This design comes from an exercise in tuning for small area, a short achievable clock period and few clock cycles on the open sky130 flow, not from production work. At most, simulation tests tie the RTL to the original design; equivalence was not proved. Power figures rest on the tool's default switching activity, not on a simulated workload.

## rill_cost
module rill_cost (
    input  wire        clk,
    input  wire        rst,         
    input  wire        in_valid,
    output wire        in_ready,
    input  wire [11:0] in_data,
    input  wire        in_lg,       
    input  wire        in_last,     
    output reg         grp_valid,
    output reg  [3:0]  grp_k0,
    output reg  [3:0]  grp_k1,
    output reg  [3:0]  grp_k2,
    output reg         res_valid,
    output reg  [1:0]  res_pred,
    output reg  [15:0] res_len
);
For scale: roughly 3900 cells after synthesis, about 50 I/O pins.
Settings: LEC_CHECK=0, ABC_AREA=1, CAP_MARGIN=20, CORE_MARGIN=2, CORE_UTILIZATION=40, CTS_CLUSTER_DIAMETER=80, CTS_CLUSTER_SIZE=30, SLEW_MARGIN=20; clock period 42.0 ns.
standard.sh (not shown) runs the stock make flow with config.mk's settings and CLKGATE_MAP_FILE= SYNTH_SCRIPT=/design/flow/synth_recipe.tcl, a recipe that flattens the netlist after the stock synthesis.
==> flow/flow/run.sh <==
#!/bin/bash
set -euo pipefail
HERE=$(pwd)
R=$HERE/orfs/results/sky130hd/rill_cost/base
ARGS=("BUFFER_PORTS_ARGS=-buffer_cell sky130_fd_sc_hd__buf_2"
      SETUP_SLACK_MARGIN=32.5 TNS_END_PERCENT=100
      "CTS_ARGS=-repair_clock_nets -dont_use_dummy_load")

bash standard.sh "${ARGS[@]}" synth > standard_synth.log 2>&1

cp "$R/1_2_yosys.v" "$HERE/standard_synth.v"
YOSYS=yosys
[[ -x "$FLOW_HOME/../tools/install/yosys/bin/yosys" ]] && YOSYS="$FLOW_HOME/../tools/install/yosys/bin/yosys"
DONT_USE=$(sed -n '/^export DONT_USE_CELLS/,/^$/p' "$FLOW_HOME/platforms/sky130hd/config.mk" | grep -o 'sky130_fd_sc_hd__[a-z0-9_]*' | tr '\n' ' ')
LIB_FILE="$FLOW_HOME/platforms/sky130hd/lib/sky130_fd_sc_hd__tt_025C_1v80.lib" \
STD_NETLIST="$HERE/standard_synth.v" OUT_NETLIST="$R/1_2_yosys.v" TOP="$FLOW_TOP" \
DONT_USE="$DONT_USE" ABC_D=6500 ABC_SCRIPT="$HERE/flow/remap.abc" \
    "$YOSYS" -c "$HERE/flow/remap.tcl" > remap.log 2>&1
rm -f "$R/1_synth.odb" "$R/1_synth.sdc"

bash standard.sh "${ARGS[@]}" finish > standard_finish.log 2>&1
==> flow/flow/remap.abc <==
strash
&get -n
&fraig -x
&put
scorr
dc2
strash
&get -n
&st
&dch -f -C 200
&nf -R 1000 -E 100 -C 32
&put
topo
stime -c
buffer -c
dnsize -c
Other scripts of this flow, unchanged in this note and not shown: flow/flow/remap.tcl
Testbench counts at the start, summed over its fixed seeds: cycles 81,576.
Change:
--- a/flow/flow/run.sh
+++ b/flow/flow/run.sh
@@ -6,2 +6 @@
-      SETUP_SLACK_MARGIN=32.5 TNS_END_PERCENT=100
-      "CTS_ARGS=-repair_clock_nets -dont_use_dummy_load")
+      SETUP_SLACK_MARGIN=32.5 TNS_END_PERCENT=100)
--- a/flow/flow/remap.abc
+++ b/flow/flow/remap.abc
@@ -15,0 +16 @@
+upsize -c
CTS_CLUSTER_DIAMETER = 50   (was 80)
CTS_CLUSTER_SIZE = 80   (was 30)
After rerunning: Global-route usage fell by 0.10 points. Area after synthesis rose by 0.67%. Routed wire length rose by 0.59%. Sequential power barely changes.
Change:
CTS_CLUSTER_DIAMETER = 60   (was 50)
CTS_CLUSTER_SIZE = 50   (was 80)
Setup slack loses 6.9 ps; power is lower by 10%; design area came out lower by 2.2%; combinational power is about the same; final cell count went down by 0.78%; non-clock buffer count is unchanged; clock skew drops by 4.7 ps; sequential power is about the same; via count is lower by 0.75%; die area does not change.
Change:
--- a/flow/flow/remap.abc
+++ b/flow/flow/remap.abc
@@ -16,2 +16,2 @@
-upsize -c
-dnsize -c
+upsize -c -D 7000
+dnsize -c -D 7000
CTS_CLUSTER_DIAMETER = 80   (was 60)
CTS_CLUSTER_SIZE = 30   (was 50)
Setup slack improves by 25 ps.
Utilization is lower by 0.91 points.
Wire length stays flat.
Total power goes down by 11%.
Cell area came out lower by 2.2%.
First-iteration DRC count climbs by 7.5%.
Via count went down by 0.77%.
Area after synthesis fell by 0.37%.

* * *

Setup of rev 12:
Another version of the RTL of rill_cost (not shown whole).
Size in the first run: ~5,700 cells after synthesis, roughly 510 flip-flops, about 50 I/O pins, ~39,000 sq um of cells after synthesis.
==> flow/config.mk <==
export PLATFORM = sky130hd
export DESIGN_NAME = rill_cost
export DESIGN_NICKNAME = rill_cost
export VERILOG_FILES = /design/flow/design.v
export SDC_FILE = /design/flow/constraint.sdc
export NUM_CORES = 4
export LEC_CHECK = 0
export ABC_AREA = 1
export CAP_MARGIN = 20
export CORE_MARGIN = 2
export CORE_UTILIZATION = 40
export CTS_BUF_LIST = sky130_fd_sc_hd__clkbuf_8
export SLEW_MARGIN = 20
==> flow/constraint.sdc <==
create_clock -name core_clock -period 42.0 [get_ports {clk}]
set_input_delay 8.4000 -clock core_clock [delete_from_list [all_inputs] [get_ports {clk}]]
set_output_delay 8.4000 -clock core_clock [all_outputs]
set_load 0.01 [all_outputs]
==> flow/flow/run.sh <==
#!/bin/bash
set -euo pipefail
bash standard.sh \
    SETUP_SLACK_MARGIN=33 TNS_END_PERCENT=100 \
    "BUFFER_PORTS_ARGS=-buffer_cell sky130_fd_sc_hd__buf_2" \
    finish > standard_flow.log 2>&1
[inputs] rev 13 vs rev 12
Settings: a change of CTS_BUF_LIST from sky130_fd_sc_hd__clkbuf_8 to sky130_fd_sc_hd__clkbuf_4.
--- a/flow/flow/run.sh
+++ b/flow/flow/run.sh
@@ -4 +3,0 @@
-    SETUP_SLACK_MARGIN=33 TNS_END_PERCENT=100 \
### Flow results
- Result for rev 13 and rev 12: all clean
- Core util | rev 13 vs rev 12 | rev 13 lower
- As far as starting density of the core goes, rev 13 and rev 12 are indistinguishable; the numbers are identical.
- Status: total number of multi-input combinational cells parity (rev 13, rev 12)
- Sort rev 13 and rev 12 by fraction of power consumed by the clock network desc -> top: rev 12
Function was not checked in any run of this note: the RTL went through the layout flow alone.

==> separate check: timing with driven ports <==
No port has a modelled driver above. Below, the same layouts with a new extraction and two added sets of constraints.
Step 1, drivers: a clkbuf_16 drives clk and a buf_2 each remaining input, both assumed.
Step 2 times the ports against the registers' clock, not the clock port: input delays grow and output delays shrink by t, the midpoint of the rising clock arrivals with the driver on.
Three values: ideal, step 1, step 2; two values: the first two.
| run | t, ns | setup slack, ns | worst slew at a driven data input, ns |
|---|---|---|---|
| the first run of note 1 | 0.713 | 32.505 / 32.438 / 33.135 | 0.04 |
| the second run of note 1 | 0.687 | 32.530 / 32.460 / 33.075 | 0.04 |
| the third run of note 1 | 0.679 | 32.523 / 32.456 / 32.976 | 0.04 |
| the fourth run of note 1 | 0.653 | 32.548 / 32.480 / 33.134 | 0.03 |
| rev 12 | 0.791 | 32.265 / 32.201 / 32.992 | 0.03 |
| rev 13 | 1.115 | 31.923 / 31.861 / 32.300 | 0.03 |
After both steps every run listed still meets setup and hold.
